Source: an optimization exercise on an open RTL-to-GDS flow (aim: small area and a short achievable clock period). Production flows keep margins and buffers that such runs may drop.
No run shown here included a check of the RTL's function; only the layout flow was run.
Power figures rest on the tool's default switching activity, not on a simulated workload.

[flow/run.sh]
#!/bin/bash
# The standard layout, with every port buffered by a buf_2 cell instead of the default
# clkdlybuf4s50_1 (smaller and faster); the tools' output goes to standard.log here.
set -euo pipefail
export BUFFER_PORTS_ARGS="-buffer_cell sky130_fd_sc_hd__buf_2"
bash standard.sh > standard.log 2>&1
[standard.sh]
#!/bin/bash
# synth_recipe.tcl (not shown) runs the flow's synth.tcl, then flattens the netlist and writes it again
# the make line also repeats each setting of config.mk as NAME=value (left out here)
make -C /OpenROAD-flow-scripts/flow DESIGN_CONFIG=/design/flow/config.mk WORK_HOME=/design/flow/orfs CLKGATE_MAP_FILE= SYNTH_SCRIPT=/design/flow/synth_recipe.tcl "${@:-finish}"
[config.mk]
export PLATFORM = sky130hd
export DESIGN_NAME = ecc144_codec
export DESIGN_NICKNAME = ecc144_codec
export VERILOG_FILES = /design/flow/design.v
export SDC_FILE = /design/flow/constraint.sdc
export NUM_CORES = 4
export LEC_CHECK = 0
export CAP_MARGIN = 20
export CORE_MARGIN = 2
export CORE_UTILIZATION = 40
export CTS_BUF_LIST = sky130_fd_sc_hd__clkbuf_8
export CTS_CLUSTER_DIAMETER = 50
export CTS_CLUSTER_SIZE = 16
export SETUP_SLACK_MARGIN = 4.9
export SLEW_MARGIN = 20
[constraint.sdc]
create_clock -name core_clock -period 7.5 [get_ports {clk}]
set_input_delay 1.5000 -clock core_clock [delete_from_list [all_inputs] [get_ports {clk}]]
set_output_delay 1.5000 -clock core_clock [all_outputs]
set_load 0.01 [all_outputs]
[design.v]
module ecc144_codec (
    input  wire         clk,
    input  wire         rst,
    input  wire         in_valid,
    input  wire         in_op,         
    input  wire [2:0]   in_src,
    input  wire [127:0] in_data,
    input  wire [15:0]  in_check,
    output reg          out_valid,
    output reg  [127:0] out_data,
    output reg  [15:0]  out_check,
    output reg  [1:0]   out_status,
    output reg  [5:0]   out_sym,
    output reg  [3:0]   out_err,
    output reg  [15:0]  corr_cnt,
    output reg  [15:0]  uncorr_cnt,
    output reg  [2:0]   last_src,
    output reg  [5:0]   last_sym,
    output reg  [3:0]   last_err
);
    localparam [1:0] ST_OK = 2'd0, ST_CORR = 2'd1, ST_UNCORR = 2'd2;
    localparam [15:0] CNT_MAX = 16'hFFFE;
    function [3:0] gf_mul(input [3:0] x, input [3:0] y);
        reg [6:0] r;
        integer i;
        begin
            r = 7'd0;
            for (i = 0; i < 4; i = i + 1)
                if (y[i]) r = r ^ ({3'd0, x} << i);
            for (i = 6; i >= 4; i = i - 1)
                if (r[i]) r = r ^ (7'h13 << (i - 4));
            gf_mul = r[3:0];
        end
    endfunction
    function [3:0] col_q(input [3:0] a, input [3:0] b);
        begin
            col_q = gf_mul(a, a) ^ gf_mul(a, b) ^ gf_mul(4'h8, gf_mul(b, b));
        end
    endfunction
    reg         r0_valid;
    reg         r0_op;
    reg [2:0]   r0_src;
    reg [127:0] r0_data;
    reg [15:0]  r0_check;
    always @(posedge clk) begin
        if (rst) r0_valid <= 1'b0;
        else     r0_valid <= in_valid;
        r0_op    <= in_op;
        r0_src   <= in_src;
        r0_data  <= in_data;
        r0_check <= in_check;
    end
    wire [15:0] kg = r0_check & {16{r0_op}};
    wire [15:0] syn;
    wire t144 = r0_data[87] ^ r0_data[107];
    wire t145 = r0_data[21] ^ r0_data[29];
    wire t146 = r0_data[39] ^ r0_data[47];
    wire t147 = r0_data[22] ^ r0_data[30];
    wire t148 = r0_data[69] ^ r0_data[77];
    wire t149 = r0_data[91] ^ r0_data[95];
    wire t150 = r0_data[76] ^ r0_data[124];
    wire t151 = r0_data[104] ^ r0_data[108];
    wire t152 = r0_data[15] ^ r0_data[43];
    wire t153 = r0_data[114] ^ r0_data[122];
    wire t154 = r0_data[90] ^ r0_data[94];
    wire t155 = r0_data[75] ^ r0_data[79];
    wire t156 = r0_data[113] ^ r0_data[121];
    wire t157 = r0_data[20] ^ r0_data[28];
    wire t158 = r0_data[23] ^ r0_data[31];
    wire t159 = r0_data[51] ^ t144;
    wire t160 = r0_data[86] ^ t147;
    wire t161 = r0_data[103] ^ t146;
    wire t162 = r0_data[116] ^ r0_data[120];
    wire t163 = r0_data[99] ^ r0_data[123];
    wire t164 = r0_data[106] ^ r0_data[126];
    wire t165 = r0_data[7] ^ r0_data[71];
    wire t166 = r0_data[70] ^ r0_data[78];
    wire t167 = r0_data[105] ^ r0_data[109];
    wire t168 = r0_data[11] ^ r0_data[127];
    wire t169 = r0_data[6] ^ r0_data[14];
    wire t170 = r0_data[52] ^ r0_data[60];
    wire t171 = r0_data[83] ^ r0_data[111];
    wire t172 = r0_data[36] ^ r0_data[100];
    wire t173 = r0_data[38] ^ r0_data[46];
    wire t174 = r0_data[84] ^ r0_data[88];
    wire t175 = r0_data[49] ^ r0_data[57];
    wire t176 = r0_data[37] ^ r0_data[45];
    wire t177 = r0_data[117] ^ r0_data[125];
    wire t178 = r0_data[85] ^ r0_data[89];
    wire t179 = r0_data[16] ^ r0_data[24];
    wire t180 = r0_data[115] ^ r0_data[119];
    wire t181 = r0_data[65] ^ r0_data[73];
    wire t182 = t156 ^ t177;
    wire t183 = r0_data[44] ^ t172;
    wire t184 = r0_data[96] ^ t151;
    wire t185 = t148 ^ t181;
    wire t186 = t149 ^ t155;
    wire t187 = r0_data[112] ^ t162;
    wire t188 = r0_data[118] ^ t153;
    wire t189 = r0_data[82] ^ t154;
    wire t190 = r0_data[59] ^ t159;
    wire t191 = r0_data[4] ^ r0_data[12];
    wire t192 = r0_data[33] ^ r0_data[97];
    wire t193 = r0_data[102] ^ r0_data[110];
    wire t194 = r0_data[80] ^ r0_data[92];
    wire t195 = r0_data[61] ^ r0_data[93];
    wire t196 = r0_data[42] ^ r0_data[98];
    wire t197 = r0_data[64] ^ r0_data[68];
    wire t198 = r0_data[2] ^ r0_data[10];
    wire t199 = r0_data[17] ^ r0_data[25];
    wire t200 = r0_data[50] ^ r0_data[58];
    wire t201 = r0_data[19] ^ r0_data[27];
    wire t202 = r0_data[66] ^ r0_data[74];
    wire t203 = r0_data[48] ^ r0_data[56];
    wire t204 = r0_data[5] ^ r0_data[13];
    wire t205 = r0_data[18] ^ r0_data[26];
    wire t206 = r0_data[32] ^ r0_data[40];
    wire t207 = r0_data[101] ^ t167;
    wire t208 = t174 ^ t194;
    wire t209 = r0_data[41] ^ t192;
    wire t210 = t145 ^ t204;
    wire t211 = t152 ^ t163;
    wire t212 = t158 ^ t165;
    wire t213 = r0_data[3] ^ t168;
    wire t214 = r0_data[81] ^ t178;
    wire t215 = r0_data[72] ^ t197;
    wire t216 = r0_data[34] ^ t196;
    wire t217 = t166 ^ t202;
    wire t218 = t150 ^ t157;
    wire t219 = t171 ^ t180;
    wire t220 = t184 ^ t206;
    wire t221 = r0_data[35] ^ t187;
    wire t222 = r0_data[63] ^ t186;
    wire t223 = t160 ^ t173;
    wire t224 = t161 ^ t201;
    wire t225 = r0_data[0] ^ r0_data[8];
    wire t226 = r0_data[1] ^ r0_data[9];
    wire t227 = r0_data[55] ^ r0_data[67];
    wire t228 = r0_data[54] ^ r0_data[62];
    wire t229 = t170 ^ t179;
    wire t230 = t164 ^ t193;
    wire t231 = t175 ^ t176;
    wire t232 = kg[9] ^ kg[13];
    wire t233 = t169 ^ t198;
    wire t234 = kg[10] ^ kg[14];
    wire t235 = kg[11] ^ kg[15];
    wire t236 = r0_data[53] ^ t195;
    wire t237 = t212 ^ t227;
    wire t238 = t182 ^ t185;
    wire t239 = t208 ^ t229;
    wire t240 = t214 ^ t236;
    wire t241 = t189 ^ t217;
    wire t242 = t188 ^ t233;
    wire t243 = t211 ^ t213;
    wire t244 = t218 ^ t225;
    wire t245 = t183 ^ t203;
    wire t246 = t207 ^ t209;
    wire t247 = t222 ^ t237;
    wire t248 = t190 ^ t224;
    wire t249 = t200 ^ t205;
    wire t250 = t199 ^ t226;
    wire t251 = kg[4] ^ t191;
    wire t252 = kg[8] ^ kg[12];
    wire t253 = t228 ^ t249;
    wire t254 = kg[5] ^ t210;
    wire t255 = t230 ^ t234;
    wire t256 = t215 ^ t252;
    wire t257 = t223 ^ t241;
    wire t258 = t238 ^ t250;
    wire t259 = t216 ^ t242;
    wire t260 = t221 ^ t243;
    wire t261 = t244 ^ t245;
    wire t262 = t220 ^ t239;
    wire t263 = t231 ^ t246;
    wire t264 = t247 ^ t248;
    wire t265 = r0_data[79] ^ r0_data[115];
    wire t266 = r0_data[107] ^ r0_data[111];
    wire t267 = r0_data[47] ^ r0_data[92];
    wire t268 = r0_data[77] ^ r0_data[125];
    wire t269 = r0_data[78] ^ t164;
    wire t270 = t145 ^ t199;
    wire t271 = t169 ^ t268;
    wire t272 = t152 ^ t267;
    wire t273 = r0_data[91] ^ t176;
    wire t274 = t157 ^ t200;
    wire t275 = t219 ^ t235;
    wire t276 = r0_data[93] ^ t219;
    wire t277 = t185 ^ t232;
    wire t278 = t179 ^ t235;
    wire t279 = t265 ^ t270;
    wire t280 = t170 ^ t182;
    wire t281 = t191 ^ t215;
    wire t282 = r0_data[106] ^ t216;
    wire t283 = kg[6] ^ t271;
    wire t284 = t189 ^ t272;
    wire t285 = r0_data[126] ^ t251;
    wire t286 = kg[7] ^ t269;
    wire t287 = t220 ^ t286;
    wire t288 = t273 ^ t277;
    wire t289 = r0_data[124] ^ t221;
    wire t290 = t240 ^ t255;
    wire t291 = t190 ^ t279;
    wire t292 = t261 ^ t262;
    wire t293 = t260 ^ t281;
    wire t294 = t210 ^ t258;
    wire t295 = t253 ^ t257;
    wire t296 = t188 ^ t263;
    wire t297 = kg[0] ^ t187;
    wire t298 = t251 ^ t256;
    wire t299 = t297 ^ t298;
    wire t300 = t292 ^ t299;
    wire t301 = kg[1] ^ t232;
    wire t302 = t240 ^ t254;
    wire t303 = t301 ^ t258;
    wire t304 = t263 ^ t302;
    wire t305 = t303 ^ t304;
    wire t306 = kg[2] ^ kg[6];
    wire t307 = t306 ^ t255;
    wire t308 = t259 ^ t307;
    wire t309 = t295 ^ t308;
    wire t310 = r0_data[35] ^ kg[3];
    wire t311 = kg[7] ^ t310;
    wire t312 = t243 ^ t275;
    wire t313 = t311 ^ t312;
    wire t314 = t264 ^ t313;
    wire t315 = r0_data[27] ^ r0_data[31];
    wire t316 = r0_data[53] ^ r0_data[59];
    wire t317 = r0_data[61] ^ r0_data[68];
    wire t318 = r0_data[84] ^ r0_data[108];
    wire t319 = r0_data[116] ^ r0_data[123];
    wire t320 = kg[12] ^ t168;
    wire t321 = t266 ^ t315;
    wire t322 = t316 ^ t317;
    wire t323 = t318 ^ t319;
    wire t324 = t160 ^ t183;
    wire t325 = t218 ^ t320;
    wire t326 = t321 ^ t322;
    wire t327 = t323 ^ t222;
    wire t328 = t253 ^ t280;
    wire t329 = t284 ^ t285;
    wire t330 = t324 ^ t325;
    wire t331 = t326 ^ t327;
    wire t332 = t328 ^ t329;
    wire t333 = t330 ^ t296;
    wire t334 = t331 ^ t332;
    wire t335 = t333 ^ t334;
    wire t336 = r0_data[8] ^ r0_data[11];
    wire t337 = r0_data[12] ^ r0_data[19];
    wire t338 = r0_data[23] ^ r0_data[24];
    wire t339 = r0_data[28] ^ r0_data[40];
    wire t340 = r0_data[44] ^ r0_data[55];
    wire t341 = r0_data[56] ^ r0_data[60];
    wire t342 = r0_data[72] ^ r0_data[85];
    wire t343 = r0_data[88] ^ r0_data[105];
    wire t344 = r0_data[120] ^ kg[13];
    wire t345 = t148 ^ t150;
    wire t346 = t151 ^ t155;
    wire t347 = t156 ^ t175;
    wire t348 = t193 ^ t205;
    wire t349 = t336 ^ t337;
    wire t350 = t338 ^ t339;
    wire t351 = t340 ^ t341;
    wire t352 = t342 ^ t343;
    wire t353 = t159 ^ t209;
    wire t354 = t344 ^ t345;
    wire t355 = t346 ^ t347;
    wire t356 = t348 ^ t349;
    wire t357 = t350 ^ t351;
    wire t358 = t352 ^ t223;
    wire t359 = t254 ^ t276;
    wire t360 = t282 ^ t284;
    wire t361 = t353 ^ t354;
    wire t362 = t355 ^ t356;
    wire t363 = t357 ^ t358;
    wire t364 = t359 ^ t360;
    wire t365 = t361 ^ t362;
    wire t366 = t363 ^ t364;
    wire t367 = t365 ^ t366;
    wire t368 = r0_data[9] ^ r0_data[13];
    wire t369 = r0_data[25] ^ r0_data[29];
    wire t370 = r0_data[41] ^ r0_data[43];
    wire t371 = r0_data[45] ^ r0_data[57];
    wire t372 = r0_data[73] ^ r0_data[89];
    wire t373 = r0_data[94] ^ r0_data[99];
    wire t374 = r0_data[121] ^ kg[14];
    wire t375 = t144 ^ t149;
    wire t376 = t153 ^ t158;
    wire t377 = t166 ^ t167;
    wire t378 = t171 ^ t195;
    wire t379 = t203 ^ t368;
    wire t380 = t369 ^ t370;
    wire t381 = t371 ^ t372;
    wire t382 = t373 ^ t160;
    wire t383 = t274 ^ t374;
    wire t384 = t375 ^ t376;
    wire t385 = t377 ^ t378;
    wire t386 = t379 ^ t380;
    wire t387 = t381 ^ t224;
    wire t388 = t239 ^ t282;
    wire t389 = t283 ^ t382;
    wire t390 = t383 ^ t384;
    wire t391 = t385 ^ t386;
    wire t392 = t289 ^ t387;
    wire t393 = t388 ^ t389;
    wire t394 = t390 ^ t391;
    wire t395 = t392 ^ t393;
    wire t396 = t394 ^ t395;
    wire t397 = r0_data[10] ^ r0_data[14];
    wire t398 = r0_data[26] ^ r0_data[30];
    wire t399 = r0_data[42] ^ r0_data[46];
    wire t400 = r0_data[58] ^ r0_data[62];
    wire t401 = r0_data[74] ^ r0_data[95];
    wire t402 = r0_data[110] ^ r0_data[122];
    wire t403 = kg[15] ^ t154;
    wire t404 = t175 ^ t397;
    wire t405 = t398 ^ t399;
    wire t406 = t400 ^ t401;
    wire t407 = t402 ^ t211;
    wire t408 = t212 ^ t403;
    wire t409 = t404 ^ t405;
    wire t410 = t406 ^ t240;
    wire t411 = t245 ^ t280;
    wire t412 = t407 ^ t408;
    wire t413 = t409 ^ t287;
    wire t414 = t289 ^ t291;
    wire t415 = t410 ^ t411;
    wire t416 = t412 ^ t413;
    wire t417 = t414 ^ t415;
    wire t418 = t416 ^ t417;
    wire t419 = r0_data[100] ^ t150;
    wire t420 = t184 ^ t208;
    wire t421 = t219 ^ t419;
    wire t422 = t256 ^ t420;
    wire t423 = t421 ^ t260;
    wire t424 = t422 ^ t264;
    wire t425 = t423 ^ t424;
    wire t426 = r0_data[97] ^ t207;
    wire t427 = t214 ^ t232;
    wire t428 = t238 ^ t276;
    wire t429 = t426 ^ t427;
    wire t430 = t428 ^ t429;
    wire t431 = t264 ^ t292;
    wire t432 = t293 ^ t430;
    wire t433 = t431 ^ t432;
    wire t434 = r0_data[86] ^ r0_data[98];
    wire t435 = t434 ^ t241;
    wire t436 = t290 ^ t435;
    wire t437 = t294 ^ t296;
    wire t438 = t436 ^ t437;
    wire t439 = r0_data[67] ^ r0_data[71];
    wire t440 = r0_data[103] ^ r0_data[127];
    wire t441 = t144 ^ t163;
    wire t442 = t439 ^ t440;
    wire t443 = t186 ^ t230;
    wire t444 = t441 ^ t442;
    wire t445 = t275 ^ t443;
    wire t446 = t444 ^ t259;
    wire t447 = t445 ^ t295;
    wire t448 = t446 ^ t447;
    wire t449 = r0_data[67] ^ r0_data[100];
    wire t450 = t147 ^ t158;
    wire t451 = t205 ^ t449;
    wire t452 = t161 ^ t213;
    wire t453 = t217 ^ t450;
    wire t454 = t451 ^ t242;
    wire t455 = t246 ^ t285;
    wire t456 = t452 ^ t453;
    wire t457 = t262 ^ t288;
    wire t458 = t291 ^ t454;
    wire t459 = t455 ^ t456;
    wire t460 = t457 ^ t458;
    wire t461 = t459 ^ t460;
    wire t462 = r0_data[15] ^ r0_data[64];
    wire t463 = r0_data[75] ^ r0_data[104];
    wire t464 = r0_data[112] ^ r0_data[119];
    wire t465 = r0_data[123] ^ t165;
    wire t466 = t173 ^ t174;
    wire t467 = t462 ^ t463;
    wire t468 = t464 ^ t465;
    wire t469 = t466 ^ t467;
    wire t470 = t254 ^ t468;
    wire t471 = t469 ^ t248;
    wire t472 = t259 ^ t261;
    wire t473 = t288 ^ t290;
    wire t474 = t470 ^ t471;
    wire t475 = t472 ^ t473;
    wire t476 = t474 ^ t475;
    wire t477 = r0_data[7] ^ r0_data[65];
    wire t478 = r0_data[101] ^ r0_data[105];
    wire t479 = r0_data[113] ^ t145;
    wire t480 = t178 ^ t180;
    wire t481 = t226 ^ t228;
    wire t482 = t266 ^ t477;
    wire t483 = t478 ^ t161;
    wire t484 = t231 ^ t234;
    wire t485 = t479 ^ t480;
    wire t486 = t481 ^ t482;
    wire t487 = t244 ^ t278;
    wire t488 = t283 ^ t483;
    wire t489 = t484 ^ t485;
    wire t490 = t486 ^ t257;
    wire t491 = t487 ^ t488;
    wire t492 = t489 ^ t293;
    wire t493 = t490 ^ t491;
    wire t494 = t492 ^ t493;
    wire t495 = r0_data[15] ^ r0_data[66];
    wire t496 = r0_data[76] ^ r0_data[83];
    wire t497 = r0_data[87] ^ r0_data[90];
    wire t498 = r0_data[102] ^ r0_data[114];
    wire t499 = t146 ^ t198;
    wire t500 = t495 ^ t496;
    wire t501 = t497 ^ t498;
    wire t502 = t183 ^ t274;
    wire t503 = t499 ^ t500;
    wire t504 = t501 ^ t223;
    wire t505 = t256 ^ t278;
    wire t506 = t502 ^ t503;
    wire t507 = t247 ^ t287;
    wire t508 = t504 ^ t505;
    wire t509 = t506 ^ t294;
    wire t510 = t507 ^ t508;
    wire t511 = t509 ^ t510;
    assign syn[0] = t300;
    assign syn[1] = t305;
    assign syn[2] = t309;
    assign syn[3] = t314;
    assign syn[4] = t335;
    assign syn[5] = t367;
    assign syn[6] = t396;
    assign syn[7] = t418;
    assign syn[8] = t425;
    assign syn[9] = t433;
    assign syn[10] = t438;
    assign syn[11] = t448;
    assign syn[12] = t461;
    assign syn[13] = t476;
    assign syn[14] = t494;
    assign syn[15] = t511;
    reg         r1_valid;
    reg         r1_op;
    reg [2:0]   r1_src;
    reg [127:0] r1_data;
    reg [15:0]  r1_check;
    reg [15:0]  r1_syn;
    always @(posedge clk) begin
        if (rst) r1_valid <= 1'b0;
        else     r1_valid <= r0_valid;
        r1_op    <= r0_op;
        r1_src   <= r0_src;
        r1_data  <= r0_data;
        r1_check <= r0_check;
        r1_syn   <= syn;
    end
    wire [3:0] s0 = r1_syn[3:0];
    wire [3:0] s1 = r1_syn[7:4];
    wire [3:0] s2 = r1_syn[11:8];
    wire [3:0] s3 = r1_syn[15:12];
    wire [3:0] c1 = s3 ^ gf_mul(4'h8, s2);
    wire [3:0] c3 = s1 ^ c1;
    wire [3:0] c2 = s2 ^ c3;
    wire [3:0] c0 = s0 ^ s2 ^ c1;
    wire [15:0] enc_check = {c3, c2, c1, c0};
    wire nz0  = |s0;
    wire zero = ~|{s3, s2, s1, s0};
    wire [15:0] eq1;
    wire [3:0]  eq2;
    genvar gc;
    generate
        for (gc = 0; gc < 16; gc = gc + 1) begin : g_eq1
            assign eq1[gc] = (s1 == gf_mul(gc, s0));
        end
        for (gc = 0; gc < 4; gc = gc + 1) begin : g_eq2
            assign eq2[gc] = (s2 == gf_mul(gc, s0));
        end
    endgenerate
    wire [3:0] qe  = gf_mul(s1, s1) ^ gf_mul(s1, s2) ^ gf_mul(4'h8, gf_mul(s2, s2)) ^ gf_mul(s0, s3);
    wire       qok = (qe == 4'h0);
    wire is_data = eq2[2] | eq2[3];
    wire posok   = is_data | ((eq2[0] | eq2[1]) & (eq1[0] | eq1[1]));
    wire corr    = nz0 & qok & posok;
    wire [3:0] a_bin;
    assign a_bin[0] = |{eq1[1], eq1[3], eq1[5], eq1[7], eq1[9], eq1[11], eq1[13], eq1[15]};
    assign a_bin[1] = |{eq1[2], eq1[3], eq1[6], eq1[7], eq1[10], eq1[11], eq1[14], eq1[15]};
    assign a_bin[2] = |{eq1[4], eq1[5], eq1[6], eq1[7], eq1[12], eq1[13], eq1[14], eq1[15]};
    assign a_bin[3] = |eq1[15:8];
    wire [5:0] pos = is_data ? {1'b0, eq2[3], a_bin} : {2'b10, 2'b00, eq2[1], a_bin[0]};
    wire [1:0] dec_status = zero ? ST_OK : (corr ? ST_CORR : ST_UNCORR);
    wire [5:0] dec_sym    = corr ? pos : 6'd0;
    wire [3:0] dec_err    = corr ? s0 : 4'h0;
    wire [15:0] eq3;
    generate
        for (gc = 0; gc < 16; gc = gc + 1) begin : g_eq3
            assign eq3[gc] = (s3 == gf_mul(gc, s0));
        end
    endgenerate
    wire [127:0] cdata;
    generate
        for (gc = 0; gc < 16; gc = gc + 1) begin : g_cd
            assign cdata[4*gc +: 4]      = s0 & {4{r1_op & eq1[gc] & eq2[2] & eq3[col_q(gc, 4'h2)]}};
            assign cdata[64 + 4*gc +: 4] = s0 & {4{r1_op & eq1[gc] & eq2[3] & eq3[col_q(gc, 4'h3)]}};
        end
    endgenerate
    wire [15:0] ccheck = {s0 & {4{r1_op & eq1[1] & eq2[1] & eq3[col_q(4'h1, 4'h1)]}},
                          s0 & {4{r1_op & eq1[0] & eq2[1] & eq3[col_q(4'h0, 4'h1)]}},
                          s0 & {4{r1_op & eq1[1] & eq2[0] & eq3[col_q(4'h1, 4'h0)]}},
                          s0 & {4{r1_op & eq1[0] & eq2[0] & eq3[col_q(4'h0, 4'h0)]}}};
    reg [2:0] out_src;
    always @(posedge clk) begin
        if (rst) out_valid <= 1'b0;
        else     out_valid <= r1_valid;
        out_src    <= r1_src;
        out_data   <= r1_data ^ cdata;
        out_check  <= r1_op ? (r1_check ^ ccheck) : enc_check;
        out_status <= r1_op ? dec_status : ST_OK;
        out_sym    <= r1_op ? dec_sym : 6'd0;
        out_err    <= r1_op ? dec_err : 4'h0;
    end
    always @(posedge clk) begin
        if (rst) begin
            corr_cnt   <= 16'd0;
            uncorr_cnt <= 16'd0;
            last_src   <= 3'd0;
            last_sym   <= 6'd0;
            last_err   <= 4'h0;
        end else if (out_valid) begin
            if (out_status == ST_CORR) begin
                if (corr_cnt != CNT_MAX) corr_cnt <= corr_cnt + 16'd1;
                last_src <= out_src;
                last_sym <= out_sym;
                last_err <= out_err;
            end
            if (out_status == ST_UNCORR && uncorr_cnt != CNT_MAX)
                uncorr_cnt <= uncorr_cnt + 16'd1;
        end
    end
endmodule
==> impl_metrics.py, run 1 <==
metrics = {
    "grt": {
        "use_met3_pct": 3.855,
        "grt_first_pass_wirelength_um": 93550,
        "grt_max_degree": 56,
        "gr-total-overflow": 0,
        "first_global_vias": 14690,
        "antenna_found_initial": 1,
        "grtUsageMet1_pct": 29.19,
        "busiest_layer": "met2",
        "grtUsageTotal_pct": 24.21,
        "grtUsageMet2_pct": 42.81,
    },
    "layout": {
        "final_cells": 3069,
        "fin_nets": 2535,
        "drive_above_1_share_pct": 40.51,
        "syn_to_final_growth_pct": 38.06,
        "antenna_cells": 0,
    },
    "route": {
        "drt_iter0_markers": 943,
        "wire_per_inst_um": 22.07,
        "ant_nets": 0,
        "drtPass1Iterations": 5,
        "drc_errors": 0,
        "vias": 14730,
        "vias_per_cell": 4.799,
        "routed_wl_um": 67740,
    },
    "floorplan": {
        "die-area_mm2": 0.05212,
        "die_w_um": 228.3,
        "row_count": 82,
        "coreArea_mm2": 0.04986,
        "start_util_pct": 40.36,
        "chipHeight_um": 228.3,
        "io_pins": 353,
    },
    "pwr": {
        "irDropWorstVdd_uv": 357.8,
        "p_leak_nw": 11.28,
        "pwr_density_cell_mw_per_mm2": 447.3,
    },
    "critical_path": {
        "cp_slowest_stage_delay_ns": 0.41,
        "cp.depth": 10,
        "endpoint": "out_data[21]",
        "setup.worst_path.start": "r1_syn[2]",
        "cp_max_fo": 6,
        "critPathBufInv": 2,
        "r2r-end": "out_data[21]",
        "cp.required_ns": 8.03,
        "rrSetupSlack_ns": 4.69,
        "reg2regPathDepth": 10,
        "critical_path_arrival_ns": 3.34,
        "path_cells": "clkinvlp_4 -> ha_4 -> buf_12 -> xor2_4 -> xnor3_1 -> a211o_1 -> or2_4 -> nor2_4 -> nand2_2 -> xnor2_2",
        "cp_top_family": "simple AND/OR/NAND/NOR gates",
        "slowest_stage": "dfxtp_4",
        "worstReg2RegStart": "r1_syn[2]",
        "critPathCaptureType": "register",
        "critical_path_class": "register to register",
        "worstSetupStartpointType": "register",
    },
    "job": {
        "timing.max_cap.violations": 0,
    },
    "synthesis": {
        "yosysMostFrequentCell": "dfxtp_1",
        "synth.avg_cell_area_um2": 10.73,
        "ys_types": 68,
        "seq_area_frac_synth_pct": 51.63,
        "synth-async-reset-ratio_pct": 0,
        "ys_top_cells_by_count": "519 x dfxtp_1, 500 x xnor2_1, 236 x nand2_1, 143 x xor2_1, 73 x nor2_1",
        "synth_seq_cells": 519,
        "synthFlopType": "dfxtp_1",
        "ys_warn_count": 1,
        "synth_edf_count": 0,
        "netlist_area_mm2": 0.02012,
        "synth_nets": 2043,
        "synth_area_leaders": "dfxtp_1 52%, xnor2_1 22%, xor2_1 6.2%, nand2_1 4.4%, nor2_1 1.4%",
        "yosysTopAreaCell": "dfxtp_1",
        "synthCells": 1876,
        "yosysTopAreaCellShare_pct": 51.63,
    },
    "timing": {
        "hold_viol": 0,
        "setup_tns_ns": 0,
        "worst_pin_slew_ns": 0.9126,
        "max_freq_ghz": 0.3554,
        "setup-violations-final": 0,
        "layout_min_cycle_time_ns": 2.814,
        "rsz0062_at_grt": "yes",
        "slew-limit-headroom_pct": 38.72,
        "skew_ns": 0.04972,
        "fin_crit_sh_pct": 37.52,
        "report.final.slew_viol_count": 0,
    },
    "placed_design": {
        "io_buffers": 352,
        "hpwl_um": 47900,
        "gp_congestion": 0.9012,
        "place_inst": 2837,
    },
    "clock_tree": {
        "root_buffer": "clkbuf_8",
        "cts_buffers": 50,
        "clk_latency_ns": 0.68,
        "cts.htree.levels": 2,
        "cts_tree": "done",
        "cts.hold.buffers_added": 0,
        "clk_pin_slew_ns": 0.10,
        "clock_sinks": 519,
        "clockBufferDepth": 3,
    },
    "outcome": {
        "status": "timing/DRC/antenna clean",
    },
    "worst_hold_path": {
        "hold_class": "register to register",
    },
}
[cell usage in the layout, fill, tap and decap left out, types with 34 or more instances in the layout]
cell,instances
dfxtp_1,324
xnor2_2,39
buf_6,196
nor2_1,63
dfxtp_2,169
buf_4,121
clkbuf_8,53
nand2_1,200
a21oi_1,34
buf_2,171
xor2_1,131
xnor2_1,463
[cell type report]
cell class	instances	area [um2]
Fill cell	4275	22080
Inverter	15	80.08
Sequential cell	519	10700
Clock buffer	53	729.5
Timing Repair Buffer	515	4592
Multi-Input combinational cell	1267	10530
Tap cell	672	840.8
Clock inverter	28	314.1
[what timing repair did]
action                                  CTS  global route
setup buffers                            68            71
cloned                                    2             9
endpoints found under the setup margin  360           345
pin swaps                                26            60
gates resized for setup                 456           173
[kinds of logic (layout without fill, tap and decap cells)]
family	count (synthesis)	in the layout	synth area share [%]
DFF	519	519	51.63
AOI/OAI and AO/OA	91	92	2.966
muxes	7	7	0.4103
xor gates and xnor gates	666	666	30.40
buffers and inverters	91	611	2.151
adders and majority gates	16	16	0.9948
and+or+nand+nor	486	486	11.45
[worst reg2reg max path, cell delays in order, from the launching register on]
cell	delay (ns)
dfxtp_4	0.41
clkinvlp_4	0.15
ha_4	0.40
buf_12	0.15
xor2_4	0.20
xnor3_1	0.25
a211o_1	0.34
or2_4	0.28
nor2_4	0.28
nand2_2	0.11
xnor2_2	0.15
[report_power, final]
part | internal, mW | leakage (nW) | switching [mW]
Clock | 0.750 | 0.545 | 1.06
Combinational | 3.39 | 6.34 | 3.84
Sequential | 3.05 | 4.40 | 0.332
Total | 7.19 | 11.3 | 5.23
[state kept, by name, indices dropped and copies added, names as in the netlist, 4 cells and up]
| name | cells |
|---|---|
| out_data | 128 |
| r0_data | 128 |
| last_err | 4 |
| uncorr_cnt | 16 |
| r1_data | 128 |
| out_err | 4 |
| r0_check | 16 |
| out_check | 16 |
| last_sym | 6 |
| r1_syn | 16 |
| out_sym | 6 |
| r1_check | 16 |
| corr_cnt | 16 |
[metrics by stage]
step	utilization (%)	setup slack [ns]	power, mW	hold slack, ns	cell area [um2]
after global placement	45.42	3.412	8.351	0.3110	22650
after global routing	55.72	4.631	12.94	0.3370	27780
after floorplan	-	4.673	7.275	0.3096	20380
after detailed placement	45.42	3.366	8.384	0.3121	22650
after CTS	52.44	4.760	11.03	0.3307	26150
final	55.72	4.686	12.43	0.3303	27780
[layer usage]
metal	part of all wire [%]	wire length, um	vias up
met1	40	26970	7004
li1	-	-	6942
met4	5.1	3422	2
met2	49	33500	577
met5	0.019	13	-
met3	5.7	3839	204
[how the worst min path moves through the flow]
stage,from,endpoint,cells after the start
2_1_floorplan,r1_src[0],out_src[0],0
3_5_place_dp,r1_src[1],out_src[1],0
3_3_place_gp,r1_src[2],out_src[2],0
6_report,r1_src[1],out_src[1],0
4_1_cts,r1_src[1],out_src[1],0
5_1_grt,r1_src[1],out_src[1],0
==> inputs of run 2 (changes only) <==
--- a/config.mk
+++ b/config.mk
@@ -11,5 +11,5 @@
 export CTS_BUF_LIST = sky130_fd_sc_hd__clkbuf_8
 export CTS_CLUSTER_DIAMETER = 50
 export CTS_CLUSTER_SIZE = 16
-export SETUP_SLACK_MARGIN = 4.9
+export SETUP_SLACK_MARGIN = 4.7
 export SLEW_MARGIN = 20
==> run 2 against run 1 <==
Non-clock buffer count is 97 lower. Fmax is 0.27% lower. Register-to-register slack hardly changed. Utilization is 6.1 points lower. Die area stayed put. Combinational power is 14% lower. Final area is 11% lower. Via count is 3.4% lower. Cell count is 3.1% lower. Sequential power is 2% lower.
==> impl_metrics.py, run 2 <==
metrics = {
    "pwr": {
        "pwr_density_cell_mw_per_mm2": 457.6,
        "pwr-share-comb_pct": 54.7,
        "switching_share_pct": 42.54,
        "irDropWorstVdd_uv": 245.5,
        "p_leak_nw": 9.917,
        "pwr-share-seq_pct": 29.2,
        "p_int_mw": 6.502,
        "p_clk_share_pct": 16.1,
        "power.total_mw": 11.32,
        "p_sw_mw": 4.814,
    },
    "timing": {
        "hold_viol": 0,
        "slew-limit-headroom_pct": 37.02,
        "setup_tns_ns": 0,
        "report.final.slew_viol_count": 0,
        "layout_min_cycle_time_ns": 2.821,
        "worst_pin_slew_ns": 0.9380,
        "fin_crit_sh_pct": 37.62,
        "skew_ns": 0.04532,
        "max_freq_ghz": 0.3544,
        "setup-violations-final": 0,
        "rsz0062_at_grt": "yes",
    },
    "critical_path": {
        "worstSetupStartpointType": "register",
        "cp.required_ns": 8.06,
        "slowest_stage": "or4_4",
        "critical_path_arrival_ns": 3.38,
        "critical_path_class": "register to register",
        "rrSetupSlack_ns": 4.68,
        "cp_max_fo": 8,
        "critPathCaptureType": "register",
        "path_cells": "clkinvlp_4 -> ha_4 -> buf_6 -> xor2_1 -> nor2_2 -> nand4_1 -> buf_4 -> or4_4 -> nor2_4 -> nand2_2 -> xnor2_1",
        "cp_slowest_stage_delay_ns": 0.46,
    },
    "grt": {
        "grtUsageTotal_pct": 23.87,
        "antenna_found_initial": 0,
        "first_global_vias": 14150,
        "gr-total-overflow": 0,
        "busiest_layer": "met2",
        "grtUsageMet2_pct": 41.39,
        "grt_max_degree": 49,
        "grtUsageMet1_pct": 29.49,
        "grt_first_pass_wirelength_um": 91870,
        "use_met3_pct": 4.229,
    },
    "synthesis": {
        "ys_warn_count": 1,
        "ys_top_cells_by_count": "519 x dfxtp_1, 500 x xnor2_1, 236 x nand2_1, 143 x xor2_1, 73 x nor2_1",
        "ys_types": 68,
        "synth-async-reset-ratio_pct": 0,
        "synthFlopType": "dfxtp_1",
        "yosysMostFrequentCell": "dfxtp_1",
        "synth_edf_count": 0,
        "netlist_area_mm2": 0.02012,
        "seq_area_frac_synth_pct": 51.63,
        "synth.avg_cell_area_um2": 10.73,
        "synth_nets": 2043,
        "synth_area_leaders": "dfxtp_1 52%, xnor2_1 22%, xor2_1 6.2%, nand2_1 4.4%, nor2_1 1.4%",
        "yosysTopAreaCellShare_pct": 51.63,
        "synthCells": 1876,
        "yosysTopAreaCell": "dfxtp_1",
        "synth_seq_cells": 519,
    },
    "clock_tree": {
        "cts.htree.levels": 2,
        "clockBufferDepth": 3,
        "clock_sinks": 519,
        "clk_pin_slew_ns": 0.09,
        "root_buffer": "clkbuf_8",
        "cts.hold.buffers_added": 0,
        "cts_tree": "done",
        "cts_buffers": 50,
        "clk_latency_ns": 0.67,
    },
    "layout": {
        "design_area_mm2": 0.02473,
        "multi_input_area_mm2": 0.009896,
        "drive_above_1_share_pct": 26.81,
        "fin_util_pct": 49.59,
        "register_area_mm2": 0.01044,
        "final_cell_mix": "498 x dfxtp_1, 494 x xnor2_1, 352 x buf_2, 230 x nand2_1, 135 x xor2_1",
        "reg_top3": "out_data: 128 flops, r0_data: 128 flops, r1_data: 128 flops",
        "syn_to_final_growth_pct": 22.87,
        "antenna_cells": 0,
        "fin_nets": 2439,
        "fill_cells": 4669,
        "final_common_cell": "dfxtp_1",
    },
    "floorplan": {
        "chipHeight_um": 228.3,
        "coreArea_mm2": 0.04986,
        "die_w_um": 228.3,
        "die-area_mm2": 0.05212,
        "io_pins": 353,
        "start_util_pct": 40.36,
        "row_count": 82,
    },
    "worst_hold_path": {
        "hold_class": "register to register",
    },
    "outcome": {
        "status": "timing/DRC/antenna clean",
    },
    "route": {
        "routed_wl_um": 64000,
        "vias_per_cell": 4.786,
        "vias": 14230,
        "ant_nets": 0,
        "wire_per_inst_um": 21.53,
        "drt_iter0_markers": 936,
        "drc_errors": 0,
        "drtPass1Iterations": 7,
    },
    "placed_design": {
        "hpwl_um": 48340,
        "io_buffers": 352,
        "place_area_mm2": 0.02254,
        "gp_congestion": 0.9265,
    },
    "job": {
        "timing.max_cap.violations": 0,
    },
}
## run 2: cell counts after synthesis
No cell type changed its count.
## run 2: cell families (layout without fill, tap and decap cells)
group	count (synthesis)	count (layout)	share of synthesized area (%)
buf+inv	91	514	2.151
mux	7	7	0.4103
flops	519	519	51.63
xor+xnor	666	667	30.40
simple gates	486	486	11.45
fa+ha+maj	16	16	0.9948
compound gates	91	92	2.966
## run 2: metrics by stage
stage / hold slack [ns] / worst slack, ns / instances
after CTS: 0.3342 / 4.691 / 2952
after floorplan: 0.3096 / 4.673 / 1876
after global routing: 0.3426 / 4.565 / 2973
after detailed placement: 0.3121 / 3.024 / 2840
final: 0.3344 / 4.679 / 2973
after global placement: 0.3108 / 3.066 / 2840
## run 2: power by group through the flow
| stage | Combinational (mW) | Clock (mW) | Sequential, mW |
|---|---|---|---|
| after detailed placement | 4.93 | 0 | 3.43 |
| after global routing | 6.56 | 1.99 | 3.33 |
| final | 6.19 | 1.82 | 3.31 |
| after global placement | 4.94 | 0 | 3.42 |
| after floorplan | 3.94 | 0 | 3.24 |
| after CTS | 5.71 | 1.88 | 3.30 |
## run 2: what timing repair did
action | in CTS | in global routing
pin swaps | 11 | 20
gates resized for setup | 86 | 46
endpoints found under the setup margin | 160 | 108
gates cloned | 2 | 2
setup buffers | 29 | 19
## run 2: area by class of cell
class / count / share of cell area (%)
clock buffers: 53 / 2.950
clock inverters: 28 / 1.321
inverters: 15 / 0.2581
multi-input cells: 1268 / 40.02
flip-flops and latches: 519 / 42.21
well taps: 672 / 3.400
repair buffers: 418 / 9.842
## run 2: final timing paths
path,start,to,depth (start not counted)
setup reg to reg,r1_syn[2],out_data[91],11
hold reg to reg,r1_src[0],out_src[0],0
setup / recovery,r1_syn[2],out_data[91],11
hold / removal,r1_src[0],out_src[0],0
## run 2: worst max-delay path, delay by kind of cell, from the launching register on
kind	cells	cell delay, ns
xor gates and xnor gates	2	0.26
and+or+nand+nor	5	1.22
DFF	1	0.42
buffers and inverters	3	0.48
adders and majority gates	1	0.32
## run 2: per-layer routing
layer / routed length [um] / vias up / share of wire, %
li1: - / 6762 / -
met1: 26070 / 6798 / 41
met4: 2523 / 0 / 3.9
met2: 31600 / 541 / 49
met3: 3809 / 127 / 6.0
met5: 0 / - / 0

afterwards: timing with drivers on the ports:
The flow's constraints put no driver on any port. The routed layouts listed below were extracted and timed again, unchanged, in two steps. Step 1 assumes that a clkbuf_16 drives the clock port and a buf_2 every other input. Step 2 times the ports against the registers' clock, not the clock port: input delays grow and output delays shrink by t, the midpoint of the rising clock arrivals with the driver on. a / b / c = ideal ports / drivers / drivers and shift; a / b = the first two.
run	t, ns	setup WS [ns]	clock arrival spread, ns	worst register clock-pin slew, ns
run 1	0.711	4.686 / 4.686 / 4.686	0.059 / 0.058	0.10 / 0.10
run 2	0.703	4.679 / 4.679 / 4.679	0.048 / 0.049	0.10 / 0.10
After both steps every run listed still meets setup and hold.
